This is an optimization exercise on Yosys and OpenROAD, whose aim is small area, a short achievable clock period and few clock cycles per item, not a production implementation. At most, simulation tests tie the RTL to the original design; equivalence was not proved. Function not checked in runs 1 and 2: the RTL went through the layout flow alone.

`flow/run.sh`:
```
#!/bin/bash
# synth_recipe.tcl (not shown) runs the flow's synth.tcl, then flattens the netlist and writes it again
# the make line also repeats each setting of config.mk as NAME=value (left out here)
make -C /OpenROAD-flow-scripts/flow DESIGN_CONFIG=/design/flow/config.mk WORK_HOME=/design/flow/orfs CLKGATE_MAP_FILE= SYNTH_SCRIPT=/design/flow/synth_recipe.tcl finish
```
`flow/config.mk`:
```
export PLATFORM = sky130hd
export DESIGN_NAME = rafter_level
export DESIGN_NICKNAME = rafter_level
export VERILOG_FILES = /design/flow/design.v
export SDC_FILE = /design/flow/constraint.sdc
export NUM_CORES = 4
export LEC_CHECK = 0
export CAP_MARGIN = 20
export CORE_MARGIN = 2
export CORE_UTILIZATION = 40
export CTS_CLUSTER_SIZE = 22
export SLEW_MARGIN = 20
```
`flow/constraint.sdc`:
```
create_clock -name core_clock -period 70.0 [get_ports {clk}]
set_input_delay 14.0000 -clock core_clock [delete_from_list [all_inputs] [get_ports {clk}]]
set_output_delay 14.0000 -clock core_clock [all_outputs]
set_load 0.01 [all_outputs]
```
`flow/design.v`:
```
module rafter_level (
    input  wire        clk,
    input  wire        rst,
    input  wire        in_valid,
    output wire        in_ready,
    input  wire [9:0]  floor_lvl,
    input  wire [9:0]  intensity,
    input  wire [9:0]  wave_min,
    input  wire [9:0]  wave_max,
    input  wire        c0_hit,
    input  wire [9:0]  c0_level,
    input  wire        c1_hit,
    input  wire [9:0]  c1_level,
    input  wire        follow,
    input  wire [15:0] y,
    input  wire [15:0] yage,
    input  wire [15:0] dl_timeout,
    input  wire [9:0]  dl_lo,
    input  wire [9:0]  dl_hi,
    input  wire [9:0]  dl_min,
    input  wire [15:0] ramp_up,
    input  wire [15:0] ramp_down,
    input  wire [9:0]  deadband,
    input  wire [15:0] refresh,
    input  wire        tick,
    input  wire [15:0] l_in,
    input  wire [9:0]  last_sent_in,
    input  wire        c0_active_in,
    input  wire        pending_in,
    input  wire        refresh_only_in,
    input  wire [15:0] refresh_tmr_in,
    output reg         out_valid,
    input  wire        out_ready,
    output wire [15:0] l_out,
    output wire [9:0]  last_sent_out,
    output wire        c0_active_out,
    output wire        pending_out,
    output wire        refresh_only_out,
    output wire [15:0] refresh_tmr_out,
    output wire        released
);
    function [16:0] add16(input [15:0] a, input [15:0] b, input ci);
        integer k;
        reg c;
        begin
            c = ci;
            for (k = 0; k < 16; k = k + 1) begin
                add16[k] = a[k] ^ b[k] ^ c;
                c = (a[k] & b[k]) | (a[k] & c) | (b[k] & c);
            end
            add16[16] = c;
        end
    endfunction
    function ge16(input [15:0] a, input [15:0] b);
        integer k;
        reg c;
        begin
            c = 1'b1;
            for (k = 0; k < 16; k = k + 1)
                c = (a[k] & ~b[k]) | (a[k] & c) | (~b[k] & c);
            ge16 = c;
        end
    endfunction
    function ge16t(input [15:0] a, input [15:0] b);
        integer k, w;
        reg [15:0] g, e;
        begin
            g = a & ~b;
            e = ~(a ^ b);
            for (w = 1; w < 16; w = w * 2)
                for (k = 0; k < 16; k = k + 2 * w) begin
                    g[k] = g[k + w] | (e[k + w] & g[k]);
                    e[k] = e[k + w] & e[k];
                end
            ge16t = g[0] | e[0];
        end
    endfunction
    function [12:0] add12g(input [11:0] a, input [11:0] b, input ci);
        integer k;
        reg [11:0] g, p;
        reg c, c1;
        begin
            g = a & b;
            p = a ^ b;
            c = ci;
            for (k = 0; k < 12; k = k + 2) begin
                add12g[k] = p[k] ^ c;
                c1 = g[k] | (p[k] & c);
                add12g[k + 1] = p[k + 1] ^ c1;
                c = (g[k + 1] | (p[k + 1] & g[k])) | ((p[k + 1] & p[k]) & c);
            end
            add12g[12] = c;
        end
    endfunction
    function [16:0] add16g(input [15:0] a, input [15:0] b, input ci);
        integer k;
        reg [15:0] g, p;
        reg c, c1;
        begin
            g = a & b;
            p = a ^ b;
            c = ci;
            for (k = 0; k < 16; k = k + 2) begin
                add16g[k] = p[k] ^ c;
                c1 = g[k] | (p[k] & c);
                add16g[k + 1] = p[k + 1] ^ c1;
                c = (g[k + 1] | (p[k + 1] & g[k])) | ((p[k + 1] & p[k]) & c);
            end
            add16g[16] = c;
        end
    endfunction
    function ge16g(input [15:0] a, input [15:0] b);
        integer k;
        reg [15:0] g, p;
        reg c;
        begin
            g = a & ~b;
            p = a | ~b;
            c = 1'b1;
            for (k = 0; k < 16; k = k + 2)
                c = (g[k + 1] | (p[k + 1] & g[k])) | ((p[k + 1] & p[k]) & c);
            ge16g = c;
        end
    endfunction
    function [24:0] add24g(input [23:0] a, input [23:0] b, input ci);
        integer k;
        reg [23:0] g, p;
        reg c, c1;
        begin
            g = a & b;
            p = a ^ b;
            c = ci;
            for (k = 0; k < 24; k = k + 2) begin
                add24g[k] = p[k] ^ c;
                c1 = g[k] | (p[k] & c);
                add24g[k + 1] = p[k + 1] ^ c1;
                c = (g[k + 1] | (p[k + 1] & g[k])) | ((p[k + 1] & p[k]) & c);
            end
            add24g[24] = c;
        end
    endfunction
    function [3:0] cmp4gt(input [15:0] a, input [15:0] b);
        integer k, i;
        reg g;
        begin
            for (k = 0; k < 4; k = k + 1) begin
                g = 1'b0;
                for (i = 0; i < 4; i = i + 1)
                    g = (a[4 * k + i] & ~b[4 * k + i]) | (~(a[4 * k + i] ^ b[4 * k + i]) & g);
                cmp4gt[k] = g;
            end
        end
    endfunction
    function [3:0] cmp4eq(input [15:0] a, input [15:0] b);
        integer k;
        begin
            for (k = 0; k < 4; k = k + 1)
                cmp4eq[k] = a[4 * k +: 4] == b[4 * k +: 4];
        end
    endfunction
    function [19:0] mul10cs(input [9:0] a, input [9:0] b);
        integer r;
        reg [19:0] s, c, pp, t;
        begin
            s = {10'd0, a & {10{b[0]}}};
            c = 20'd0;
            for (r = 1; r < 10; r = r + 1) begin
                pp = {10'd0, a & {10{b[r]}}} << r;
                t = s ^ c ^ pp;
                c = ((s & c) | (s & pp) | (c & pp)) << 1;
                s = t;
            end
            mul10cs = add24g({4'd0, s}, {4'd0, c}, 1'b0);
        end
    endfunction
    function [19:0] mul10(input [9:0] a, input [9:0] b);
        integer r, k;
        reg [19:0] acc;
        reg c, p, s;
        begin
            acc = {10'd0, a & {10{b[0]}}};
            for (r = 1; r < 10; r = r + 1) begin
                c = 1'b0;
                for (k = 0; k < 10; k = k + 1) begin
                    p = a[k] & b[r];
                    s = acc[r + k] ^ p ^ c;
                    c = (acc[r + k] & p) | (acc[r + k] & c) | (p & c);
                    acc[r + k] = s;
                end
                acc[r + 10] = c;
            end
            mul10 = acc;
        end
    endfunction
    reg  h_v, k_v;
    reg  rdy;                       
    wire adv = !k_v;
    assign in_ready = rdy;
    reg  [2:0] vld;
    always @(posedge clk) begin
        if (rst) vld <= 0;
        else if (adv) vld <= {vld[1:0], in_valid};
    end
    wire x_v = vld[2];
    wire [9:0] i_floor_lvl = floor_lvl;
    wire [9:0] i_intensity = intensity;
    wire [9:0] i_wave_min = wave_min;
    wire [9:0] i_wave_max = wave_max;
    wire [0:0] i_c0_hit = c0_hit;
    wire [9:0] i_c0_level = c0_level;
    wire [0:0] i_c1_hit = c1_hit;
    wire [9:0] i_c1_level = c1_level;
    wire [0:0] i_follow = follow;
    wire [15:0] i_y = y;
    wire [15:0] i_yage = yage;
    wire [15:0] i_dl_timeout = dl_timeout;
    wire [9:0] i_dl_lo = dl_lo;
    wire [9:0] i_dl_hi = dl_hi;
    wire [9:0] i_dl_min = dl_min;
    wire [15:0] i_ramp_up = ramp_up;
    wire [15:0] i_ramp_down = ramp_down;
    wire [9:0] i_deadband = deadband;
    wire [15:0] i_refresh = refresh;
    wire [0:0] i_tick = tick;
    wire [15:0] i_l_in = l_in;
    wire [9:0] i_last_sent_in = last_sent_in;
    wire [0:0] i_c0_active_in = c0_active_in;
    wire [0:0] i_pending_in = pending_in;
    wire [0:0] i_refresh_only_in = refresh_only_in;
    wire [15:0] i_refresh_tmr_in = refresh_tmr_in;
    wire [9:0] ls = c0 ? i_c0_level : i_last_sent_in;
    wire [0:0] c0 = i_c0_hit;
    wire [0:0] ref_nz = i_refresh != 16'd0;
    wire [9:0] crng = ~i_dl_min;
    wire [9:0] db = i_deadband;
    wire [9:0] wi = i_intensity;
    wire [9:0] flr = i_c1_hit ? i_c1_level : i_floor_lvl;
    wire [0:0] ceil_pre = !i_c0_hit && !i_c1_hit && i_follow && i_y[15];
    wire [3:0] to_gt = cmp4gt(i_dl_timeout, i_yage);
    wire [3:0] to_eq = cmp4eq(i_dl_timeout, i_yage);
    reg  [9:0] i_wave_min_p1;
    reg  [9:0] i_wave_max_p1;
    reg  [0:0] i_c1_hit_p1;
    reg  [15:0] i_y_p1;
    reg  [9:0] i_dl_lo_p1;
    reg  [9:0] i_dl_hi_p1;
    reg  [15:0] i_ramp_up_p1;
    reg  [15:0] i_ramp_down_p1;
    reg  [0:0] i_tick_p1;
    reg  [15:0] i_l_in_p1;
    reg  [0:0] i_c0_active_in_p1;
    reg  [0:0] i_pending_in_p1;
    reg  [0:0] i_refresh_only_in_p1;
    reg  [15:0] i_refresh_tmr_in_p1;
    reg  [9:0] ls_p1;
    reg  [0:0] c0_p1;
    reg  [0:0] ref_nz_p1;
    reg  [9:0] crng_p1;
    reg  [9:0] db_p1;
    reg  [9:0] wi_p1;
    reg  [9:0] flr_p1;
    reg  [0:0] ceil_pre_p1;
    reg  [3:0] to_gt_p1;
    reg  [3:0] to_eq_p1;
    always @(posedge clk) if (adv) begin
        i_wave_min_p1 <= i_wave_min;
        i_wave_max_p1 <= i_wave_max;
        i_c1_hit_p1 <= i_c1_hit;
        i_y_p1 <= i_y;
        i_dl_lo_p1 <= i_dl_lo;
        i_dl_hi_p1 <= i_dl_hi;
        i_ramp_up_p1 <= i_ramp_up;
        i_ramp_down_p1 <= i_ramp_down;
        i_tick_p1 <= i_tick;
        i_l_in_p1 <= i_l_in;
        i_c0_active_in_p1 <= i_c0_active_in;
        i_pending_in_p1 <= i_pending_in;
        i_refresh_only_in_p1 <= i_refresh_only_in;
        i_refresh_tmr_in_p1 <= i_refresh_tmr_in;
        ls_p1 <= ls;
        c0_p1 <= c0;
        ref_nz_p1 <= ref_nz;
        crng_p1 <= crng;
        db_p1 <= db;
        wi_p1 <= wi;
        flr_p1 <= flr;
        ceil_pre_p1 <= ceil_pre;
        to_gt_p1 <= to_gt;
        to_eq_p1 <= to_eq;
    end
    wire [0:0] rel = !c0_p1 && i_c0_active_in_p1;
    wire [0:0] due = ref_nz_p1 && (i_refresh_tmr_in_p1 == 16'd0 || (i_tick_p1 && i_refresh_tmr_in_p1 == 16'd1));
    wire [0:0] p_b = !c0_p1 && (due || i_pending_in_p1);
    wire [0:0] r_b = !c0_p1 && ((due && !i_pending_in_p1) || i_refresh_only_in_p1);
    wire [16:0] ws_s = add16g({6'd0, i_wave_max_p1}, {6'h3f, ~i_wave_min_p1}, 1'b1);
    wire [9:0] ws = ws_s[9:0];
    wire [0:0] i_nz = !i_c1_hit_p1 && |wi_p1;
    wire [16:0] tmr_s = add16(i_refresh_tmr_in_p1, 16'hffff, 1'b0);
    wire [15:0] tmr = (!c0_p1 && i_tick_p1 && i_refresh_tmr_in_p1 != 16'd0) ? tmr_s[15:0] : i_refresh_tmr_in_p1;
    wire [16:0] up_s = add16(i_l_in_p1, i_ramp_up_p1, 1'b0);
    wire [16:0] dn_s = add16(i_l_in_p1, ~i_ramp_down_p1, 1'b1);
    wire [15:0] l_hi = c0_p1 ? {ls_p1, 6'd0} : (i_ramp_up_p1 == 16'd0 || up_s[16]) ? 16'hffff : up_s[15:0];
    wire [15:0] l_lo = c0_p1 ? {ls_p1, 6'd0} : (i_ramp_down_p1 == 16'd0 || !dn_s[16]) ? 16'h0000 : dn_s[15:0];
    wire [0:0] ceil_on = ceil_pre_p1 && (to_gt_p1[3] || (to_eq_p1[3] && (to_gt_p1[2] || (to_eq_p1[2] && (to_gt_p1[1] || (to_eq_p1[1] && (to_gt_p1[0] || to_eq_p1[0])))))));
    wire [16:0] sp_s = add16g({6'd0, i_dl_hi_p1}, {6'h3f, ~i_dl_lo_p1}, 1'b1);
    wire [16:0] yo_s = add16g({6'd0, i_y_p1[9:0]}, {6'h3f, ~i_dl_lo_p1}, 1'b1);
    wire [0:0] y_gt_lo = !ge16g({6'd0, i_dl_lo_p1}, {6'd0, i_y_p1[9:0]});
    wire [0:0] y_ge_hi = ge16g({6'd0, i_y_p1[9:0]}, {6'd0, i_dl_hi_p1});
    wire [9:0] nsp = ~sp_s[9:0];
    wire [9:0] yc = !(ceil_on && y_gt_lo) ? 10'd0 : y_ge_hi ? sp_s[9:0] : yo_s[9:0];
    wire [19:0] wx = mul10cs(ws, wi_p1);
    wire [0:0] wc = ge16g({6'd0, wx[9:0]}, {6'd0, ~wx[19:10]});
    wire [16:0] wv_s = add16g({6'd0, i_wave_min_p1}, {6'd0, wx[19:10]}, wc);
    wire [9:0] wv = wv_s[9:0] & {10{i_nz}};
    wire [9:0] pre = ge16g({6'd0, wv}, {6'd0, flr_p1}) ? wv : flr_p1;
    wire [19:0] cn = mul10cs(yc, crng_p1);
    wire [9:0] cnh = cn[19:10];
    wire [0:0] cb0 = cn[0];
    wire [0:0] cb1 = cn[1];
    wire [0:0] cb2 = cn[2];
    wire [0:0] cb3 = cn[3];
    wire [0:0] cb4 = cn[4];
    wire [0:0] cb5 = cn[5];
    wire [0:0] cb6 = cn[6];
    wire [0:0] cb7 = cn[7];
    wire [0:0] cb8 = cn[8];
    wire [0:0] cb9 = cn[9];
    wire [12:0] ds9 = add12g({1'b0, cnh, cb9}, {2'b01, nsp}, 1'b1);
    wire [0:0] q9 = ds9[11];
    wire [9:0] rm9 = q9 ? ds9[9:0] : {cnh[8:0], cb9};
    wire [12:0] ds8 = add12g({1'b0, rm9, cb8}, {2'b01, nsp}, 1'b1);
    wire [0:0] q8 = ds8[11];
    wire [9:0] rm8 = q8 ? ds8[9:0] : {rm9[8:0], cb8};
    reg  [9:0] ls_p2;
    reg  [0:0] c0_p2;
    reg  [0:0] rel_p2;
    reg  [0:0] p_b_p2;
    reg  [0:0] r_b_p2;
    reg  [9:0] db_p2;
    reg  [15:0] tmr_p2;
    reg  [15:0] l_hi_p2;
    reg  [15:0] l_lo_p2;
    reg  [9:0] nsp_p2;
    reg  [9:0] pre_p2;
    reg  [0:0] cb0_p2;
    reg  [0:0] cb1_p2;
    reg  [0:0] cb2_p2;
    reg  [0:0] cb3_p2;
    reg  [0:0] cb4_p2;
    reg  [0:0] cb5_p2;
    reg  [0:0] cb6_p2;
    reg  [0:0] cb7_p2;
    reg  [0:0] q9_p2;
    reg  [0:0] q8_p2;
    reg  [9:0] rm8_p2;
    always @(posedge clk) if (adv) begin
        ls_p2 <= ls_p1;
        c0_p2 <= c0_p1;
        rel_p2 <= rel;
        p_b_p2 <= p_b;
        r_b_p2 <= r_b;
        db_p2 <= db_p1;
        tmr_p2 <= tmr;
        l_hi_p2 <= l_hi;
        l_lo_p2 <= l_lo;
        nsp_p2 <= nsp;
        pre_p2 <= pre;
        cb0_p2 <= cb0;
        cb1_p2 <= cb1;
        cb2_p2 <= cb2;
        cb3_p2 <= cb3;
        cb4_p2 <= cb4;
        cb5_p2 <= cb5;
        cb6_p2 <= cb6;
        cb7_p2 <= cb7;
        q9_p2 <= q9;
        q8_p2 <= q8;
        rm8_p2 <= rm8;
    end
    wire [12:0] ds7 = add12g({1'b0, rm8_p2, cb7_p2}, {2'b01, nsp_p2}, 1'b1);
    wire [0:0] q7 = ds7[11];
    wire [9:0] rm7 = q7 ? ds7[9:0] : {rm8_p2[8:0], cb7_p2};
    wire [12:0] ds6 = add12g({1'b0, rm7, cb6_p2}, {2'b01, nsp_p2}, 1'b1);
    wire [0:0] q6 = ds6[11];
    wire [9:0] rm6 = q6 ? ds6[9:0] : {rm7[8:0], cb6_p2};
    wire [12:0] ds5 = add12g({1'b0, rm6, cb5_p2}, {2'b01, nsp_p2}, 1'b1);
    wire [0:0] q5 = ds5[11];
    wire [9:0] rm5 = q5 ? ds5[9:0] : {rm6[8:0], cb5_p2};
    wire [12:0] ds4 = add12g({1'b0, rm5, cb4_p2}, {2'b01, nsp_p2}, 1'b1);
    wire [0:0] q4 = ds4[11];
    wire [9:0] rm4 = q4 ? ds4[9:0] : {rm5[8:0], cb4_p2};
    wire [12:0] ds3 = add12g({1'b0, rm4, cb3_p2}, {2'b01, nsp_p2}, 1'b1);
    wire [0:0] q3 = ds3[11];
    wire [9:0] rm3 = q3 ? ds3[9:0] : {rm4[8:0], cb3_p2};
    wire [12:0] ds2 = add12g({1'b0, rm3, cb2_p2}, {2'b01, nsp_p2}, 1'b1);
    wire [0:0] q2 = ds2[11];
    wire [9:0] rm2 = q2 ? ds2[9:0] : {rm3[8:0], cb2_p2};
    reg  [9:0] ls_p3;
    reg  [0:0] c0_p3;
    reg  [0:0] rel_p3;
    reg  [0:0] p_b_p3;
    reg  [0:0] r_b_p3;
    reg  [9:0] db_p3;
    reg  [15:0] tmr_p3;
    reg  [15:0] l_hi_p3;
    reg  [15:0] l_lo_p3;
    reg  [9:0] nsp_p3;
    reg  [9:0] pre_p3;
    reg  [0:0] cb0_p3;
    reg  [0:0] cb1_p3;
    reg  [0:0] q9_p3;
    reg  [0:0] q8_p3;
    reg  [0:0] q7_p3;
    reg  [0:0] q6_p3;
    reg  [0:0] q5_p3;
    reg  [0:0] q4_p3;
    reg  [0:0] q3_p3;
    reg  [0:0] q2_p3;
    reg  [9:0] rm2_p3;
    always @(posedge clk) if (adv) begin
        ls_p3 <= ls_p2;
        c0_p3 <= c0_p2;
        rel_p3 <= rel_p2;
        p_b_p3 <= p_b_p2;
        r_b_p3 <= r_b_p2;
        db_p3 <= db_p2;
        tmr_p3 <= tmr_p2;
        l_hi_p3 <= l_hi_p2;
        l_lo_p3 <= l_lo_p2;
        nsp_p3 <= nsp_p2;
        pre_p3 <= pre_p2;
        cb0_p3 <= cb0_p2;
        cb1_p3 <= cb1_p2;
        q9_p3 <= q9_p2;
        q8_p3 <= q8_p2;
        q7_p3 <= q7;
        q6_p3 <= q6;
        q5_p3 <= q5;
        q4_p3 <= q4;
        q3_p3 <= q3;
        q2_p3 <= q2;
        rm2_p3 <= rm2;
    end
    wire [12:0] ds1 = add12g({1'b0, rm2_p3, cb1_p3}, {2'b01, nsp_p3}, 1'b1);
    wire [0:0] q1 = ds1[11];
    wire [9:0] rm1 = q1 ? ds1[9:0] : {rm2_p3[8:0], cb1_p3};
    wire [12:0] ds0 = add12g({1'b0, rm1, cb0_p3}, {2'b01, nsp_p3}, 1'b1);
    wire [0:0] q0 = ds0[11];
    wire [10:0] ub = add16({6'd0, ls_p3}, {6'd0, db_p3}, 1'b0);
    wire [10:0] lbv = add16({6'd0, ls_p3}, {6'h3f, ~db_p3}, 1'b1);
    wire [9:0] ceiling = ~{q9_p3, q8_p3, q7_p3, q6_p3, q5_p3, q4_p3, q3_p3, q2_p3, q1, q0};
    wire [9:0] target = ge16g({6'd0, pre_p3}, {6'd0, ceiling}) ? ceiling : pre_p3;
    wire [0:0] below = !ge16g({target, 6'd0}, l_lo_p3);
    wire [0:0] above = !ge16g({6'd0, l_hi_p3[15:6]}, {6'd0, target});
    wire [15:0] l_new = below ? l_lo_p3 : above ? l_hi_p3 : {target, 6'd0};
    wire [9:0] lvl = l_new[15:6];
    wire [0:0] fd = ge16g({6'd0, lvl}, {5'd0, ub}) || (!lbv[10] && ge16g({6'd0, lbv[9:0]}, {6'd0, lvl}));
    wire [0:0] eq = lvl == target && lvl != ls_p3;
    wire [0:0] other = rel_p3 || fd || eq;
    wire [0:0] pend = !c0_p3 && (other || p_b_p3);
    wire [0:0] ronly = !c0_p3 && !other && r_b_p3;
    reg  [15:0] h_l_out, k_l_out;
    reg  [9:0] h_last_sent_out, k_last_sent_out;
    reg  [0:0] h_c0_active_out, k_c0_active_out;
    reg  [0:0] h_pending_out, k_pending_out;
    reg  [0:0] h_refresh_only_out, k_refresh_only_out;
    reg  [15:0] h_refresh_tmr_out, k_refresh_tmr_out;
    reg  [0:0] h_released, k_released;
    wire h_free = !h_v || out_ready;
    always @(posedge clk) begin
        if (rst) begin
            h_v <= 1'b0;
            k_v <= 1'b0;
            rdy <= 1'b1;
        end else if (h_free) begin
            h_v <= k_v || x_v;
            k_v <= 1'b0;
            rdy <= 1'b1;
        end else if (!k_v && x_v) begin
            k_v <= 1'b1;
            rdy <= 1'b0;
        end
    end
    always @(posedge clk) if (h_free) begin
        h_l_out <= k_v ? k_l_out : l_new;
        h_last_sent_out <= k_v ? k_last_sent_out : ls_p3;
        h_c0_active_out <= k_v ? k_c0_active_out : c0_p3;
        h_pending_out <= k_v ? k_pending_out : pend;
        h_refresh_only_out <= k_v ? k_refresh_only_out : ronly;
        h_refresh_tmr_out <= k_v ? k_refresh_tmr_out : tmr_p3;
        h_released <= k_v ? k_released : rel_p3;
    end
    always @(posedge clk) if (!k_v) begin
        k_l_out <= l_new;
        k_last_sent_out <= ls_p3;
        k_c0_active_out <= c0_p3;
        k_pending_out <= pend;
        k_refresh_only_out <= ronly;
        k_refresh_tmr_out <= tmr_p3;
        k_released <= rel_p3;
    end
    always @(*) out_valid = h_v;
    assign l_out = h_l_out;
    assign last_sent_out = h_last_sent_out;
    assign c0_active_out = h_c0_active_out;
    assign pending_out = h_pending_out;
    assign refresh_only_out = h_refresh_only_out;
    assign refresh_tmr_out = h_refresh_tmr_out;
    assign released = h_released;
endmodule
```
==> results.ini, run 1 <==
[logic_synthesis]
ys_async_sr_fraction_pct=0
yosys-top-cells-area=edfxtp_1 42%, fa_1 16%, ha_1 8.6%
yosys.area.top_type=edfxtp_1
synth_nets=3397
synth_flop_cell=edfxtp_1
synth_edf_count=450
yosysUniqueCellTypes=88
yosysMostFrequentCell=edfxtp_1
synth_seq_cells=502
yosysSeqAreaShare_pct=45.3
synth_warnings=1
synthesis.area_um2=32200
syn_inst=2670
synth_commonest_cells=450 x edfxtp_1, 345 x inv_1, 256 x fa_1
avgSynthCellArea_um2=12.0
synth.top_cell.area_share_pct=42.0

[sta]
grt_setup_unrepaired=no
hold-worst-slack_ns=0.381
tightest_slew_ns=1.05
finalHoldViolCount=0
setup_viol=0
drv_slew=0
fin_skew_ns=0.0605
fin_crit_ns=17.27
setup_tns_ns=0
max_freq_mhz=57.9
min_period_over_period_pct=24.7
maxSlewHeadroom_pct=29.0

[floorplanning]
start_util_pct=40.6
top_level_ports=297
fp-row-count=103
die_h_um=288
die_w_um=288
core_um2=79300
die-area_um2=82700

[clock_tree]
clock-sinks=502
clk_latency_ns=0.65
cts_root_buffer=clkbuf_16
clk_pin_slew_ns=0.06
cts_setup_buffers=0
hold_buffers=0
cts_made_buffers=55
cts-htree-levels=2
ctsResizeCount=0
cts_buffer_depth=3
cts_tree=done

[setup_path]
crit_top_cell=a21o_1
critPathLaunch=nsp_p2[0]
path_delay_family=compound AO/OA/AOI/OAI gates
arrival_ns=17.65
cp-start-kind=register
r2r_start=nsp_p2[0]
worstPathMaxFanout=16
endpoint_kind=register
reg2reg_setup_slack_ns=52.73
crit_path_max_incr_delay_ns=0.53
slowest_stage=edfxtp_1
rr_worst_depth=82
crit_cells=82
critPathBufInv=4
worstPathRequired_ns=70.38
criticalPathCategory=reg2reg

[route]
drc=0
wl_met1_um=29300
wl_per_cell_um=17.0
met3_length_um=2850
route.met2.wl_um=34600
first_iter_violations=934
totalWireLength_um=68900
ant_nets=0
via_count=20500
top_layer_used=met4
drt_pass1_iterations=5
vias_per_cell=5.06

[global_routing]
grt_overflow=0
grtUsageTotal_pct=16.9
grt_pass1_wl_um=112000
grt_max_degree=123
grt_pass1_vias=21600
antenna_found_initial=0

[worst_hold_path]
hold_start=l_lo_p2[8]
worstHoldPathType=reg2reg
min_path_cells=0

[cells_and_area]
diodes=0
fin_nets=3685
area_growth_pct=18.8
fin_area_um2=38200
n_fill_cell=7051
postLayoutCoreUtil_pct=48.2
drive_above_1_share_pct=7.46

[outcome]
outcome=timing/DRC/antenna clean

[placed_design]
dpl.hpwl_um=54300
placed_cell_area_um2=36200
port_buffers=291
gp_congestion=0.863

[flow_run]
maxCapViolations=0

per-layer routing:
metal	vias up	track usage [%]
met4	0	5.53
met2	436	29.8
met1	10100	21.1
met3	128	2.52
li1	9852	-
met5	-	0
cells in the final DEF, fill, tap and decap left out, types with 14 or more instances in the layout:
master / instances
edfxtp_1: 450
inv_1: 344
clkdlybuf4s50_1: 291
fa_1: 256
ha_1: 222
nand2_1: 195
nor2_1: 147
a21oi_1: 121
mux2_2: 85
and2_1: 81
o21ai_0: 79
clkbuf_16: 57
a21o_1: 54
dfxtp_1: 51
xnor2_1: 45
xor2_1: 41
nor3_1: 33
nor2b_1: 30
o21a_1: 25
nor4_1: 25
nand2b_1: 23
nand3_1: 21
mux2i_1: 20
maj3_1: 19
o22ai_1: 19
o211ai_1: 18
buf_4: 14
cell families (layout without fill, tap and decap cells):
group | Yosys count | in the layout | share of synthesized area, %
buf+inv | 421 | 755 | 4.97
fa+ha+maj | 501 | 501 | 25.3
mux | 106 | 106 | 3.64
flops | 502 | 502 | 45.3
xor+xnor | 86 | 86 | 2.34
compound gates | 451 | 451 | 9.44
simple gates | 603 | 603 | 9.04
per-stage QoR:
| stage | setup slack, ns | cells |
|---|---|---|
| 6_report | 52.73 | 4054 |
| 5_1_grt | 51.08 | 4054 |
| 4_1_cts | 52.44 | 4054 |
| 3_5_place_dp | 52.46 | 3951 |
| 3_3_place_gp | 52.75 | 3951 |
| 2_1_floorplan | 54.33 | 2670 |
worst register-to-register path, delay by kind of cell, from the launching register on:
| kind | cells | cell delay [ns] |
|---|---|---|
| AND/OR/NAND/NOR | 14 | 3.13 |
| multiplexers | 1 | 0.46 |
| adder cells (fa/ha/maj) | 6 | 1.79 |
| buffers and inverters | 4 | 0.79 |
| AO/OA/AOI/OAI | 57 | 10.34 |
| flip-flops | 1 | 0.53 |
final cells by class:
| class | count | area [um2] | share of cell area, % |
|---|---|---|---|
| clock buffer | 72 | 1550 | 4.07 |
| clock inverter | 31 | 410 | 1.07 |
| inverter | 346 | 1310 | 3.42 |
| multi-input combinational | 1747 | 16000 | 42.0 |
| sequential | 502 | 14600 | 38.1 |
| tap | 1050 | 1310 | 3.44 |
| timing repair buffer | 306 | 3030 | 7.93 |
worst paths after layout:
kind | end
max reg2reg | rm2_p3[5]
min | l_lo_p3[8]
min reg2reg | l_lo_p3[8]
max | rm2_p3[5]
==> inputs of run 2 (changes only) <==
--- a/flow/config.mk
+++ b/flow/config.mk
@@ -8,5 +8,6 @@
 export CAP_MARGIN = 20
 export CORE_MARGIN = 2
 export CORE_UTILIZATION = 40
-export CTS_CLUSTER_SIZE = 22
+export CTS_CLUSTER_DIAMETER = 100
+export CTS_CLUSTER_SIZE = 26
 export SLEW_MARGIN = 20
==> run 2 against run 1 <==
  * Non-clock buffer count is the same
  * Synthesized cell count unchanged
  * First-iteration DRC count increased by 17%
  * Area after synthesis did not move
  * Global-route usage shrank 0.41 points
  * Worst setup slack got worse by 0.033 ns
  * Final cell count decreased by 1.2%
  * Critical path depth unchanged
  * Largest cell class unchanged
==> results.ini, run 2 <==
[setup_path]
endpoint_kind=register  ; unchanged
reg2reg_setup_slack_ns=52.69  ; was 52.73 ns
criticalPathCategory=reg2reg  ; unchanged
slowest_stage=edfxtp_1  ; unchanged
cp-start-kind=register  ; unchanged
worstPathMaxFanout=16  ; unchanged
critPathBufInv=4  ; unchanged
crit_path_max_incr_delay_ns=0.53  ; about the same
crit_top_cell=a21o_1  ; unchanged
crit_cells=82  ; unchanged
rr_worst_depth=82  ; unchanged
worstPathRequired_ns=70.37  ; was 70.38 ns
path_delay_family=compound AO/OA/AOI/OAI gates  ; unchanged
arrival_ns=17.68  ; was 17.65 ns

[sta]
max_freq_mhz=57.8  ; was 57.9 MHz
maxSlewHeadroom_pct=30.4  ; was 29.0%
fin_skew_ns=0.0269  ; was 0.0605 ns
finalHoldViolCount=0  ; unchanged
setup_tns_ns=0  ; unchanged
setup_viol=0  ; unchanged
min_period_over_period_pct=24.7  ; about the same
tightest_slew_ns=1.03  ; was 1.05 ns
drv_slew=0  ; unchanged
grt_setup_unrepaired=no  ; unchanged
fin_crit_ns=17.31  ; was 17.27 ns

[logic_synthesis]
synth_edf_count=450  ; unchanged
ys_async_sr_fraction_pct=0  ; unchanged
yosys.area.top_type=edfxtp_1  ; unchanged
synth_commonest_cells=450 x edfxtp_1, 345 x inv_1, 256 x fa_1  ; unchanged
yosysUniqueCellTypes=88  ; unchanged
synth_nets=3397  ; unchanged
yosysMostFrequentCell=edfxtp_1  ; unchanged
synth_warnings=1  ; unchanged
yosys-top-cells-area=edfxtp_1 42%, fa_1 16%, ha_1 8.6%  ; unchanged
synth_seq_cells=502  ; unchanged
synthesis.area_um2=32200  ; unchanged
avgSynthCellArea_um2=12.0  ; unchanged
yosysSeqAreaShare_pct=45.3  ; unchanged
synth.top_cell.area_share_pct=42.0  ; unchanged
syn_inst=2670  ; unchanged
synth_flop_cell=edfxtp_1  ; unchanged

[global_routing]
grt_overflow=0  ; unchanged
grt_pass1_vias=21200  ; was 21,600
grt_pass1_wl_um=110000  ; was 112,000 um
grt_max_degree=123  ; unchanged
grtUsageTotal_pct=16.4  ; was 16.9%
antenna_found_initial=0  ; unchanged

[worst_hold_path]
min_path_cells=0  ; unchanged
worstHoldPathType=reg2reg  ; unchanged

[floorplanning]
core_um2=79300  ; unchanged
die_w_um=288  ; unchanged
start_util_pct=40.6  ; unchanged
top_level_ports=297  ; unchanged
die-area_um2=82700  ; unchanged
die_h_um=288  ; unchanged
fp-row-count=103  ; unchanged

[clock_tree]
hold_buffers=0  ; unchanged
cts_buffer_depth=3  ; unchanged
clk_latency_ns=0.63  ; was 0.65 ns
cts-htree-levels=1  ; was 2
cts_made_buffers=29  ; was 55
cts_root_buffer=clkbuf_16  ; unchanged
clk_pin_slew_ns=0.09  ; was 0.06 ns
clock-sinks=502  ; unchanged
cts_tree=done  ; unchanged
ctsResizeCount=0  ; unchanged
cts_setup_buffers=0  ; unchanged

[route]
totalWireLength_um=67600  ; was 68,900 um
via_count=20400  ; was 20,500
drt_pass1_iterations=5  ; unchanged
drc=0  ; unchanged
ant_nets=0  ; unchanged
vias_per_cell=5.09  ; was 5.06
wl_per_cell_um=16.9  ; was 17.0 um
first_iter_violations=1092  ; was 934

[outcome]
outcome=timing/DRC/antenna clean  ; unchanged

[cells_and_area]
fin_area_um2=37300  ; was 38,200 um2
multi_input_area_um2=16000  ; unchanged
n_fill_cell=7159  ; was 7,051
drive_above_1_share_pct=6.09  ; was 7.46%
area_growth_pct=15.9  ; was 18.8%
final_cell_mix=450 x edfxtp_1, 344 x inv_1, 291 x clkdlybuf4s50_1, 256 x fa_1, 222 x ha_1  ; unchanged
fin_nets=3659  ; was 3,685
final_cells=4005  ; was 4,054
seq_area_um2=14600  ; unchanged
layout_commonest_cell=edfxtp_1  ; unchanged
diodes=0  ; unchanged

[placed_design]
dp_cells=3951  ; unchanged
gp_congestion=0.863  ; unchanged
dpl.hpwl_um=54300  ; unchanged
placed_cell_area_um2=36200  ; unchanged
port_buffers=291  ; unchanged

[flow_run]
maxCapViolations=0  ; unchanged

## run 2: changes by cell type in the layout (fill, tap and decap cells not counted), sizes merged
| cell | previous run | this run |
|---|---|---|
| bufinv | 6 | 1 |
| clkinv | 21 | 9 |
| clkbuf | 72 | 37 |
| inv | 350 | 353 |
## run 2: path summary, 6_finish.rpt
check | from | endpoint
max | nsp_p2[0] | rm2_p3[9]
min | cb0_p2 | cb0_p3
max reg2reg | nsp_p2[0] | rm2_p3[9]
min reg2reg | cb0_p2 | cb0_p3
## run 2: area by class of cell
| class | count | area share, % |
|---|---|---|
| clock buffer | 37 | 2.03 |
| clock inverter | 17 | 0.732 |
| inverter | 346 | 3.51 |
| multi-input combinational | 1747 | 43.0 |
| sequential | 502 | 39.1 |
| tap | 1050 | 3.53 |
| timing repair buffer | 306 | 8.13 |
## run 2: per-stage QoR
stage	setup slack [ns]	hold WS (ns)	util, %
after global placement	52.75	0.404	45.7
after floorplan	54.33	0.400	-
after CTS	52.41	0.403	47.0
final	52.69	0.404	47.0
after detailed placement	52.46	0.405	45.7
after global routing	51.06	0.419	47.0
## run 2: kinds of logic (layout without fill, tap and decap cells)
group / Yosys count / count (layout) / synth area share, %
and+or+nand+nor: 603 / 603 / 9.04
DFF: 502 / 502 / 45.3
adders and majority gates: 501 / 501 / 25.3
AOI/OAI and AO/OA: 451 / 451 / 9.44
buffers and inverters: 421 / 706 / 4.97
muxes: 106 / 106 / 3.64
xor gates and xnor gates: 86 / 86 / 2.34
## run 2: worst register-to-register path: cells and delay by family, from the launching register on
kind,cells,cell delay [ns]
flip-flops,1,0.53
multiplexers,1,0.45
buffers and inverters,4,0.79
AND/OR/NAND/NOR,14,3.12
AO/OA/AOI/OAI,57,10.37
adder cells (fa/ha/maj),6,1.80
## run 2: per-layer routing
metal  wire [um]  global-route usage [%]  up-vias
met5           0                       0        -
met4        1880                    4.44        0
met3        2370                    1.85       98
met2       34200                    29.3      417
met1       29100                    21.1    10100
li1            -                       -     9784
==> inputs of run 3 (changes only) <==
--- a/flow/design.v
+++ b/flow/design.v
@@ -158,6 +158,13 @@
                 cmp4eq[k] = a[4 * k +: 4] == b[4 * k +: 4];
         end
     endfunction
+    function [12:0] add12(input [11:0] a, input [11:0] b, input ci);
+        reg [16:0] t;
+        begin
+            t = add16({4'd0, a}, {4'd0, b}, ci);
+            add12 = t[12:0];
+        end
+    endfunction
     function [19:0] mul10cs(input [9:0] a, input [9:0] b);
         integer r;
         reg [19:0] s, c, pp, t;
@@ -392,9 +399,6 @@
     wire [12:0] ds3 = add12g({1'b0, rm4, cb3_p2}, {2'b01, nsp_p2}, 1'b1);
     wire [0:0] q3 = ds3[11];
     wire [9:0] rm3 = q3 ? ds3[9:0] : {rm4[8:0], cb3_p2};
-    wire [12:0] ds2 = add12g({1'b0, rm3, cb2_p2}, {2'b01, nsp_p2}, 1'b1);
-    wire [0:0] q2 = ds2[11];
-    wire [9:0] rm2 = q2 ? ds2[9:0] : {rm3[8:0], cb2_p2};
     reg  [9:0] ls_p3;
     reg  [0:0] c0_p3;
     reg  [0:0] rel_p3;
@@ -408,6 +412,7 @@
     reg  [9:0] pre_p3;
     reg  [0:0] cb0_p3;
     reg  [0:0] cb1_p3;
+    reg  [0:0] cb2_p3;
     reg  [0:0] q9_p3;
     reg  [0:0] q8_p3;
     reg  [0:0] q7_p3;
@@ -415,8 +420,7 @@
     reg  [0:0] q5_p3;
     reg  [0:0] q4_p3;
     reg  [0:0] q3_p3;
-    reg  [0:0] q2_p3;
-    reg  [9:0] rm2_p3;
+    reg  [9:0] rm3_p3;
     always @(posedge clk) if (adv) begin
         ls_p3 <= ls_p2;
         c0_p3 <= c0_p2;
@@ -431,6 +435,7 @@
         pre_p3 <= pre_p2;
         cb0_p3 <= cb0_p2;
         cb1_p3 <= cb1_p2;
+        cb2_p3 <= cb2_p2;
         q9_p3 <= q9_p2;
         q8_p3 <= q8_p2;
         q7_p3 <= q7;
@@ -438,17 +443,19 @@
         q5_p3 <= q5;
         q4_p3 <= q4;
         q3_p3 <= q3;
-        q2_p3 <= q2;
-        rm2_p3 <= rm2;
+        rm3_p3 <= rm3;
     end
-    wire [12:0] ds1 = add12g({1'b0, rm2_p3, cb1_p3}, {2'b01, nsp_p3}, 1'b1);
+    wire [12:0] ds2 = add12g({1'b0, rm3_p3, cb2_p3}, {2'b01, nsp_p3}, 1'b1);
+    wire [0:0] q2 = ds2[11];
+    wire [9:0] rm2 = q2 ? ds2[9:0] : {rm3_p3[8:0], cb2_p3};
+    wire [12:0] ds1 = add12g({1'b0, rm2, cb1_p3}, {2'b01, nsp_p3}, 1'b1);
     wire [0:0] q1 = ds1[11];
-    wire [9:0] rm1 = q1 ? ds1[9:0] : {rm2_p3[8:0], cb1_p3};
+    wire [9:0] rm1 = q1 ? ds1[9:0] : {rm2[8:0], cb1_p3};
     wire [12:0] ds0 = add12g({1'b0, rm1, cb0_p3}, {2'b01, nsp_p3}, 1'b1);
     wire [0:0] q0 = ds0[11];
     wire [10:0] ub = add16({6'd0, ls_p3}, {6'd0, db_p3}, 1'b0);
     wire [10:0] lbv = add16({6'd0, ls_p3}, {6'h3f, ~db_p3}, 1'b1);
-    wire [9:0] ceiling = ~{q9_p3, q8_p3, q7_p3, q6_p3, q5_p3, q4_p3, q3_p3, q2_p3, q1, q0};
+    wire [9:0] ceiling = ~{q9_p3, q8_p3, q7_p3, q6_p3, q5_p3, q4_p3, q3_p3, q2, q1, q0};
     wire [9:0] target = ge16g({6'd0, pre_p3}, {6'd0, ceiling}) ? ceiling : pre_p3;
     wire [0:0] below = !ge16g({target, 6'd0}, l_lo_p3);
     wire [0:0] above = !ge16g({6'd0, l_hi_p3[15:6]}, {6'd0, target});
--- a/flow/config.mk
+++ b/flow/config.mk
@@ -8,6 +8,6 @@
 export CAP_MARGIN = 20
 export CORE_MARGIN = 2
 export CORE_UTILIZATION = 40
-export CTS_CLUSTER_DIAMETER = 100
-export CTS_CLUSTER_SIZE = 26
+export CTS_CLUSTER_DIAMETER = 80
+export CTS_CLUSTER_SIZE = 32
 export SLEW_MARGIN = 20
==> run 3 against run 2 <==
  * Still clean on timing, DRC and antenna
  * Maximum frequency grew 11%
  * Sequential cell count is the same
  * Final area shrank 0.20%
  * Register-to-register slack gained 1.9 ns
  * Final cell count shrank 0.65%
  * Non-clock buffer count grew 3
  * Worst hold slack gained 0.011 ns
  * Clock skew grew 0.0082 ns
  * Sequential share of layout area grew 0.079 points
  * Critical path type is now reg2out
==> results.ini, run 3 <==
[outcome]
outcome=timing/DRC/antenna clean  ; unchanged

[sta]
fin_skew_ns=0.0351  ; was 0.0269 ns
finalHoldViolCount=0  ; unchanged
tightest_slew_ns=1.11  ; was 1.03 ns
fin_crit_ns=15.62  ; was 17.31 ns
setup_tns_ns=0  ; unchanged
grt_setup_unrepaired=no  ; unchanged
setup_viol=0  ; unchanged
drv_slew=0  ; unchanged
max_freq_mhz=64.0  ; was 57.8 MHz
maxSlewHeadroom_pct=25.5  ; was 30.4%
min_period_over_period_pct=22.3  ; was 24.7%

[clock_tree]
cts_made_buffers=29  ; unchanged
cts_buffer_depth=3  ; unchanged
clk_pin_slew_ns=0.11  ; was 0.09 ns
clk_latency_ns=0.63  ; about the same
hold_buffers=0  ; unchanged
cts_setup_buffers=0  ; unchanged
clock-sinks=502  ; unchanged
cts-htree-levels=1  ; unchanged
cts_root_buffer=clkbuf_16  ; unchanged
cts_tree=done  ; unchanged
ctsResizeCount=0  ; unchanged

[setup_path]
path_delay_family=buffers and inverters  ; was compound AO/OA/AOI/OAI gates
rr_worst_depth=55  ; was 82
worstPathRequired_ns=56.00  ; was 70.37 ns
crit_cells=1  ; was 82
cp-start-kind=register  ; unchanged
endpoint_kind=primary output  ; was register
worstPathCellList=clkdlybuf4s50_1
arrival_ns=1.62  ; was 17.68 ns
criticalPathCategory=reg2out  ; was reg2reg
reg2reg_setup_slack_ns=54.61  ; was 52.69 ns
critPathBufInv=1  ; was 4
crit_path_max_incr_delay_ns=0.58  ; was 0.53 ns
worstPathMaxFanout=1  ; was 16
slowest_stage=clkdlybuf4s50_1  ; was edfxtp_1

[logic_synthesis]
syn_inst=2635  ; was 2,670
synth_commonest_cells=450 x edfxtp_1, 341 x inv_1, 256 x fa_1  ; was 450 x edfxtp_1, 345 x inv_1, 256 x fa_1
yosysMostFrequentCell=edfxtp_1  ; unchanged
yosys-top-cells-area=edfxtp_1 42%, fa_1 16%, ha_1 8.7%  ; was edfxtp_1 42%, fa_1 16%, ha_1 8.6%
synth_nets=3362  ; was 3,397
yosys.area.top_type=edfxtp_1  ; unchanged
synth_seq_cells=502  ; unchanged
yosysSeqAreaShare_pct=45.7  ; was 45.3%
yosysUniqueCellTypes=81  ; was 88
synthesis.area_um2=31900  ; was 32,200 um2
synth_flop_cell=edfxtp_1  ; unchanged
avgSynthCellArea_um2=12.1  ; was 12.0 um2
synth_edf_count=450  ; unchanged
synth.top_cell.area_share_pct=42.4  ; was 42.0%
synth_warnings=1  ; unchanged
ys_async_sr_fraction_pct=0  ; unchanged

[route]
vias_per_cell=5.03  ; was 5.09
via_count=20000  ; was 20,400
drc=0  ; unchanged
totalWireLength_um=66500  ; was 67,600 um
ant_nets=0  ; unchanged
drt_pass1_iterations=5  ; unchanged
wl_per_cell_um=16.7  ; was 16.9 um
first_iter_violations=1143  ; was 1,092

[floorplanning]
fp-row-count=103  ; unchanged
die_h_um=286  ; was 288 um
core_um2=79000  ; was 79,300 um2
die-area_um2=82000  ; was 82,700 um2
die_w_um=286  ; was 288 um
start_util_pct=40.3  ; was 40.6%
top_level_ports=297  ; unchanged

[cells_and_area]
drive_above_1_share_pct=6.05  ; was 6.09%
layout_commonest_cell=edfxtp_1  ; unchanged
final_cell_mix=450 x edfxtp_1, 340 x inv_1, 291 x clkdlybuf4s50_1, 256 x fa_1, 222 x ha_1  ; was 450 x edfxtp_1, 344 x inv_1, 291 x clkdlybuf4s50_1, 256 x fa_1, 222 x ha_1
area_growth_pct=16.7  ; was 15.9%
fin_nets=3632  ; was 3,659
fin_area_um2=37200  ; was 37,300 um2

[global_routing]
grt_max_degree=141  ; was 123
grtUsageTotal_pct=16.5  ; was 16.4%
grt_overflow=0  ; unchanged
grt_pass1_vias=21400  ; was 21,200
grt_pass1_wl_um=109000  ; was 110,000 um
antenna_found_initial=4  ; was 0

[placed_design]
gp_congestion=0.876  ; was 0.863
port_buffers=291  ; unchanged
dpl.hpwl_um=53400  ; was 54,300 um
placed_cell_area_um2=36000  ; was 36,200 um2

[worst_hold_path]
worstHoldPathType=reg2reg  ; unchanged
min_path_cells=0  ; unchanged

[flow_run]
maxCapViolations=0  ; unchanged

## run 3: logic make-up after synthesis
family / after synthesis / share of synthesized area (%)
AND/OR/NAND/NOR: 583 / 8.76
flip-flops: 502 / 45.7
adder cells (fa/ha/maj): 501 / 25.5
AO/OA/AOI/OAI: 442 / 8.99
buffers and inverters: 411 / 4.88
multiplexers: 104 / 3.67
XOR/XNOR: 92 / 2.53
## run 3: worst reg2reg max path, delay by kind of cell (launching register included)
kind / cells / cell delay [ns]
DFF: 1 / 0.41
and+or+nand+nor: 7 / 1.33
buffers and inverters: 8 / 0.71
adders and majority gates: 22 / 8.49
AOI/OAI and AO/OA: 18 / 4.15
## run 3: cell type report
type | instances | area (um2)
diodes | 1 | 2.50
clock buffers | 33 | 782
clock inverters | 21 | 413
fillers | 6975 | 41800
inverters | 341 | 1290
multi-input cells | 1722 | 15800
flip-flops and latches | 502 | 14600
well taps | 1050 | 1310
repair buffers | 309 | 3050
## run 3: path summary, 6_finish.rpt
kind	to	startpoint
setup / recovery	pending_out	h_pending_out
hold / removal	ls_p3[4]	ls_p2[4]
setup reg to reg	rm8_p2[3]	i_dl_hi_p1[0]
hold reg to reg	ls_p3[4]	ls_p2[4]
## run 3: stage by stage
step	util (%)	cells	setup WS, ns	hold slack [ns]
floorplan	-	2635	54.33	0.400
global placement	45.5	3923	54.12	0.402
detailed placement	45.5	3923	54.09	0.405
CTS	47.0	3977	54.08	0.429
global route	47.1	3978	53.32	0.435
finish	47.1	3979	54.38	0.415
## run 3: layer usage
metal  up-vias  wire, um  global-route usage, %
met3        75      3170                   2.57
met4         8      1320                   3.55
met2       405     32700                   28.7
li1       9616         -                      -
met5         -        57                      0
met1      9909     29300                   21.6
Testbench counts of run 3, summed over its fixed seeds: cycles 19,232, items 19,200.
==> inputs of run 4 (changes only) <==
--- a/flow/config.mk
+++ b/flow/config.mk
@@ -8,6 +8,6 @@
 export CAP_MARGIN = 20
 export CORE_MARGIN = 2
 export CORE_UTILIZATION = 40
-export CTS_CLUSTER_DIAMETER = 80
-export CTS_CLUSTER_SIZE = 32
+export CTS_CLUSTER_DIAMETER = 100
+export CTS_CLUSTER_SIZE = 26
 export SLEW_MARGIN = 20
==> run 4 against run 3 <==
  * Core utilization fell by 0.46 points
  * Die area did not move
  * First-iteration DRC count fell by 0.26%
  * Critical path type unchanged
  * Critical endpoint unchanged
==> results.ini, run 4 <==
[worst_hold_path]
min_path_cells=0  ; unchanged
worstHoldPathType=reg2reg  ; unchanged
hold_start=ls_p2[4]  ; unchanged
hold_path_end=ls_p3[4]  ; unchanged

[route]
wl_per_cell_um=16.8  ; was 16.7 um
met3_length_um=3260  ; was 3170 um
drt_pass1_iterations=5  ; unchanged
first_iter_violations=1140  ; was 1,143
via_count=20000  ; about the same
route.met2.wl_um=32900  ; was 32,700 um
ant_nets=0  ; unchanged
wl_met1_um=29200  ; was 29,300 um
totalWireLength_um=66600  ; was 66,500 um
drc=0  ; unchanged
vias_per_cell=5.03  ; about the same
top_layer_used=met5  ; unchanged

[cells_and_area]
fin_area_um2=36800  ; was 37,200 um2
final_cell_mix=450 x edfxtp_1, 340 x inv_1, 291 x clkdlybuf4s50_1, 256 x fa_1, 222 x ha_1  ; unchanged
layout_commonest_cell=edfxtp_1  ; unchanged
area_growth_pct=15.5  ; was 16.7%
final_cells=3970  ; was 3,979
fin_nets=3629  ; was 3,632
drive_above_1_share_pct=5.45  ; was 6.05%

[sta]
setup_tns_ns=0  ; unchanged
maxSlewHeadroom_pct=25.3  ; was 25.5%
drv_slew=0  ; unchanged
tightest_slew_ns=1.12  ; was 1.11 ns
setup_viol=0  ; unchanged
fin_skew_ns=0.0217  ; was 0.0351 ns
max_freq_mhz=64.2  ; was 64.0 MHz
fin_ws_ns=54.42  ; was 54.38 ns
finalHoldViolCount=0  ; unchanged
grt_setup_unrepaired=no  ; unchanged
fin_crit_ns=15.58  ; was 15.62 ns
min_period_over_period_pct=22.3  ; about the same

[setup_path]
r2r_start=i_dl_hi_p1[0]  ; unchanged
worstPathRequired_ns=56.00  ; about the same
crit_path_max_incr_delay_ns=0.58  ; about the same
cp-start-kind=register  ; unchanged
worstPathCellList=clkdlybuf4s50_1  ; unchanged
criticalPathCategory=reg2out  ; unchanged
rr_endpoint=rm8_p2[1]  ; was rm8_p2[3]
slowest_stage=clkdlybuf4s50_1  ; unchanged
crit_cells=1  ; unchanged
worstPathMaxFanout=1  ; unchanged
critPathBufInv=1  ; unchanged
reg2reg_setup_slack_ns=54.62  ; was 54.61 ns
rr_worst_depth=55  ; unchanged
arrival_ns=1.58  ; was 1.62 ns
path_delay_family=buffers and inverters  ; unchanged
endpoint_kind=primary output  ; unchanged

[logic_synthesis]
synth_flop_cell=edfxtp_1  ; unchanged
yosys.area.top_type=edfxtp_1  ; unchanged
yosys-top-cells-area=edfxtp_1 42%, fa_1 16%, ha_1 8.7%  ; unchanged
ys_async_sr_fraction_pct=0  ; unchanged
synth_nets=3362  ; unchanged
synth_edf_count=450  ; unchanged
synthSimpleGateAreaFrac_pct=8.76  ; unchanged
avgSynthCellArea_um2=12.1  ; unchanged
synth_compound_area_share_pct=8.99  ; unchanged
synthMuxAreaShare_pct=3.67  ; unchanged
synth.top_cell.area_share_pct=42.4  ; unchanged
syn_inst=2635  ; unchanged
synth_top_family_by_area=adder cells  ; unchanged
synthXorXnorAreaFrac_pct=2.53  ; unchanged
synthesis.area_um2=31900  ; unchanged
yosysMostFrequentCell=edfxtp_1  ; unchanged
synth_warnings=1  ; unchanged
yosys.area_share.adder_pct=25.5  ; unchanged
synth_commonest_cells=450 x edfxtp_1, 341 x inv_1, 256 x fa_1  ; unchanged
yosysUniqueCellTypes=81  ; unchanged
yosysSeqAreaShare_pct=45.7  ; unchanged
synth_seq_cells=502  ; unchanged

[clock_tree]
cts_made_buffers=26  ; was 29
cts_tree=done  ; unchanged
cts_root_buffer=clkbuf_16  ; unchanged
cts_buffer_depth=3  ; unchanged
clock-sinks=502  ; unchanged
hold_buffers=0  ; unchanged
ctsResizeCount=0  ; unchanged
clk_pin_slew_ns=0.10  ; was 0.11 ns
clk_latency_ns=0.60  ; was 0.63 ns
cts_setup_buffers=0  ; unchanged
cts-htree-levels=1  ; unchanged

[floorplanning]
start_util_pct=40.3  ; unchanged
die-area_um2=82000  ; unchanged
core_um2=79000  ; unchanged
die_h_um=286  ; unchanged
die_w_um=286  ; unchanged
top_level_ports=297  ; unchanged
fp-row-count=103  ; unchanged

[global_routing]
grt_max_degree=141  ; unchanged
antenna_found_initial=4  ; unchanged
grt_pass1_wl_um=110000  ; was 109,000 um
grt_overflow=0  ; unchanged
grt_pass1_vias=21400  ; about the same
grtUsageTotal_pct=16.5  ; about the same

[placed_design]
gp_congestion=0.876  ; unchanged
dp_cells=3923  ; unchanged
placed_cell_area_um2=36000  ; unchanged
dpl.hpwl_um=53400  ; unchanged
port_buffers=291  ; unchanged
dp_slack_ns=54.09  ; unchanged

[outcome]
outcome=timing/DRC/antenna clean  ; unchanged

[flow_run]
maxCapViolations=0  ; unchanged

[run 4: cell counts after synthesis]
No cell type changed its count.
[run 4: how the worst max path moves through the flow]
stage | start | to | slack (ns)
after floorplan | out_ready | rdy | 54.33
after global placement | c0_hit | ls_p1[1] | 54.12
after detailed placement | i_dl_hi_p1[0] | rm8_p2[7] | 54.09
after CTS | i_dl_hi_p1[0] | rm8_p2[3] | 54.09
after global routing | i_dl_hi_p1[0] | rm8_p2[1] | 53.31
final | h_pending_out | pending_out | 54.42
[run 4: routing by layer]
layer | GRT usage (%) | up-vias
met5 | 0 | -
met4 | 3.36 | 8
met3 | 2.55 | 69
met2 | 29.1 | 427
met1 | 21.6 | 9864
li1 | - | 9602
[run 4: cells by family (layout without fill, tap and decap cells)]
group,after synthesis,count (layout)
AO/OA/AOI/OAI,442,442
multiplexers,104,104
adder cells (fa/ha/maj),501,501
XOR/XNOR,92,92
AND/OR/NAND/NOR,583,583
buffers and inverters,411,695
other,0,1
flip-flops,502,502
[run 4: stage by stage]
step | utilization (%) | hold slack, ns
5_1_grt | 46.6 | 0.432
6_report | 46.6 | 0.420
4_1_cts | 46.6 | 0.427
3_3_place_gp | 45.5 | 0.402
2_1_floorplan | - | 0.400
3_5_place_dp | 45.5 | 0.405
[run 4: cell type report]
type / instances / area (um2)
fillers: 7023 / 42200
multi-input cells: 1722 / 15800
flip-flops and latches: 502 / 14600
repair buffers: 309 / 3050
well taps: 1050 / 1310
inverters: 341 / 1290
clock buffers: 36 / 713
clock inverters: 9 / 116
diodes: 1 / 2.50
==> inputs of run 5 (changes only) <==
--- a/flow/config.mk
+++ b/flow/config.mk
@@ -5,6 +5,7 @@
 export SDC_FILE = /design/flow/constraint.sdc
 export NUM_CORES = 4
 export LEC_CHECK = 0
+export ABC_AREA = 1
 export CAP_MARGIN = 20
 export CORE_MARGIN = 2
 export CORE_UTILIZATION = 40
==> run 5 against run 4 <==
  * Register-to-register slack improved by 0.84 ns
  * Clock skew rose by 0.0057 ns
  * Worst setup slack improved by 0.020 ns
  * Still clean
==> results.ini, run 5 <==
[cells_and_area]
drive_above_1_share_pct=4.08  ; was 5.45%
layout_commonest_cell=nand2_1  ; was edfxtp_1
fin_nets=3969  ; was 3,629
area_growth_pct=15.7  ; was 15.5%
final_cell_mix=647 x nand2_1, 502 x inv_1, 450 x edfxtp_1, 291 x clkdlybuf4s50_1, 256 x fa_1  ; was 450 x edfxtp_1, 340 x inv_1, 291 x clkdlybuf4s50_1, 256 x fa_1, 222 x ha_1
seq_area_um2=14600  ; unchanged
n_fill_cell=7223  ; was 7,023
multi_input_area_um2=14700  ; was 15,800 um2

[route]
drc=0  ; unchanged
vias_per_cell=4.68  ; was 5.03
totalWireLength_um=64400  ; was 66,600 um
wl_per_cell_um=15.0  ; was 16.8 um
ant_nets=0  ; unchanged
via_count=20100  ; was 20,000
first_iter_violations=1008  ; was 1,140
drt_pass1_iterations=5  ; unchanged

[clock_tree]
cts_root_buffer=clkbuf_16  ; unchanged
cts_buffer_depth=3  ; unchanged
cts-htree-levels=1  ; unchanged
clock-sinks=502  ; unchanged
clk_latency_ns=0.60  ; about the same
clk_pin_slew_ns=0.10  ; about the same
hold_buffers=0  ; unchanged
cts_tree=done  ; unchanged
ctsResizeCount=0  ; unchanged
cts_made_buffers=27  ; was 26
cts_setup_buffers=0  ; unchanged

[logic_synthesis]
synth_flop_cell=edfxtp_1  ; unchanged
ys_async_sr_fraction_pct=0  ; unchanged
synth_seq_cells=502  ; unchanged
synthesis.area_um2=31500  ; was 31,900 um2
synth_commonest_cells=648 x nand2_1, 503 x inv_1, 450 x edfxtp_1  ; was 450 x edfxtp_1, 341 x inv_1, 256 x fa_1
synth.top_cell.area_share_pct=42.9  ; was 42.4%
yosys.area.top_type=edfxtp_1  ; unchanged
synth_warnings=1  ; unchanged
yosysMostFrequentCell=nand2_1  ; was edfxtp_1
synth_nets=3702  ; was 3,362
avgSynthCellArea_um2=10.6  ; was 12.1 um2
yosysUniqueCellTypes=58  ; was 81
synth_edf_count=450  ; unchanged
yosys-top-cells-area=edfxtp_1 43%, fa_1 16%, ha_1 8.8%  ; was edfxtp_1 42%, fa_1 16%, ha_1 8.7%
syn_inst=2975  ; was 2,635
yosysSeqAreaShare_pct=46.2  ; was 45.7%

[placed_design]
port_buffers=291  ; unchanged
gp_congestion=0.817  ; was 0.876
dpl.hpwl_um=50800  ; was 53,400 um

[sta]
setup_viol=0  ; unchanged
finalHoldViolCount=0  ; unchanged
min_period_over_period_pct=22.2  ; was 22.3%
fin_crit_ns=15.56  ; was 15.58 ns
fin_skew_ns=0.0273  ; was 0.0217 ns
grt_setup_unrepaired=no  ; unchanged
setup_tns_ns=0  ; unchanged
maxSlewHeadroom_pct=29.6  ; was 25.3%
tightest_slew_ns=1.06  ; was 1.12 ns
max_freq_mhz=64.3  ; was 64.2 MHz
drv_slew=0  ; unchanged

[outcome]
outcome=timing/DRC/antenna clean  ; unchanged

[setup_path]
worstPathRequired_ns=56.00  ; about the same
criticalPathCategory=reg2out  ; unchanged
critPathBufInv=1  ; unchanged
worstPathCellList=clkdlybuf4s50_1  ; unchanged
cp-start-kind=register  ; unchanged
endpoint_kind=primary output  ; unchanged
crit_path_max_incr_delay_ns=0.64  ; was 0.58 ns
slowest_stage=clkdlybuf4s50_1  ; unchanged
path_delay_family=buffers and inverters  ; unchanged
arrival_ns=1.56  ; was 1.58 ns
worstPathMaxFanout=1  ; unchanged

[floorplanning]
fp-row-count=102  ; was 103
core_um2=77700  ; was 79,000 um2
die_h_um=285  ; was 286 um
top_level_ports=297  ; unchanged
die_w_um=285  ; was 286 um
start_util_pct=40.6  ; was 40.3%
die-area_um2=81100  ; was 82,000 um2

[worst_hold_path]
worstHoldPathType=reg2reg  ; unchanged

[global_routing]
grt_max_degree=151  ; was 141
grt_pass1_wl_um=105000  ; was 110,000 um
grt_overflow=0  ; unchanged
grtUsageTotal_pct=16.1  ; was 16.5%
antenna_found_initial=2  ; was 4
grt_pass1_vias=20000  ; was 21,400

[flow_run]
maxCapViolations=0  ; unchanged

## run 5: changes by cell type after synthesis, moves of 28 or more
cell      change
nand2_1     +434
nor2_1       +29
nand3_1      +53
a21oi_1      -33
nor2b_1      -28
mux2_2       -60
a21o_1       -61
nand2b_1     -28
inv_1       +162
o21ai_0      +66
and2_1       -77
## run 5: cells by family after synthesis
kind of cell	share of synthesized area, %
mux	0.746
buf+inv	7.17
flops	46.2
compound gates	6.50
simple gates	12.4
xor+xnor	1.92
fa+ha+maj	25.1
## run 5: area by class of cell
type / instances / area share (%)
repair buffers: 300 / 8.17
flip-flops and latches: 502 / 39.9
clock inverters: 11 / 0.422
clock buffers: 38 / 2.08
inverters: 525 / 5.43
multi-input cells: 1886 / 40.4
diodes: 1 / 0.00686
well taps: 1040 / 3.57
## run 5: final timing paths
kind	start	to	slack, ns	cells past startpoint
max	h_l_out[8]	l_out[8]	54.44	1
min	db_p1[8]	db_p2[8]	0.42	0
max reg2reg	i_y_p1[1]	rm8_p2[9]	55.46	56
min reg2reg	db_p1[8]	db_p2[8]	0.42	0
## run 5: metrics by stage
stage / instances / hold slack (ns) / area [um2] / setup WS (ns) / utilization [%]
floorplan: 2975 / 0.400 / 31500 / 54.54 / -
global placement: 4253 / 0.401 / 35500 / 54.20 / 45.7
detailed placement: 4253 / 0.405 / 35600 / 54.21 / 45.7
CTS: 4302 / 0.408 / 36500 / 54.38 / 46.9
global route: 4303 / 0.433 / 36500 / 54.25 / 46.9
finish: 4303 / 0.417 / 36500 / 54.44 / 46.9
## run 5: routing by layer
layer,share of wire (%),GRT usage (%),wire [um],vias to the layer above
li1,-,-,-,10200
met1,46,22.1,29700,9591
met2,48,27.4,31100,271
met3,3.6,2.08,2300,58
met4,2.0,3.24,1280,2
met5,0.020,0,13,-

==> afterwards: timing with drivers on the ports <==
No port has a modelled driver above. Below, the same layouts with a new extraction and two added sets of constraints.
Step 1, drivers: a clkbuf_16 drives clk and a buf_2 each remaining input, both assumed.
Step 2 also shifts input and output timing later by t, the mid clock arrival at the registers, as if the neighbouring blocks saw the same clock.
Slacks: no drivers / after step 1 / after step 2; pairs: no drivers / after step 1.
run | shift t [ns] | setup WS [ns] | worst setup path after step 2 | worst register clock-pin slew, ns | worst slew at a driven data input, ns
run 1 | 0.686 | 52.727 / 52.727 / 52.727 | register to register | 0.08 / 0.08 | 0.06
run 2 | 0.687 | 52.693 / 52.693 / 52.693 | register to register | 0.10 / 0.10 | 0.06
run 3 | 0.671 | 54.380 / 54.320 / 54.186 | input to register | 0.11 / 0.11 | 0.09
run 4 | 0.647 | 54.419 / 54.358 / 54.176 | input to register | 0.10 / 0.10 | 0.09
run 5 | 0.651 | 54.439 / 54.378 / 54.260 | input to register | 0.11 / 0.11 | 0.11
After both steps every run listed still meets setup and hold. The setup slack of run 4, which loses most, moves by -0.061 ns with the drivers and by -0.243 ns with both steps.
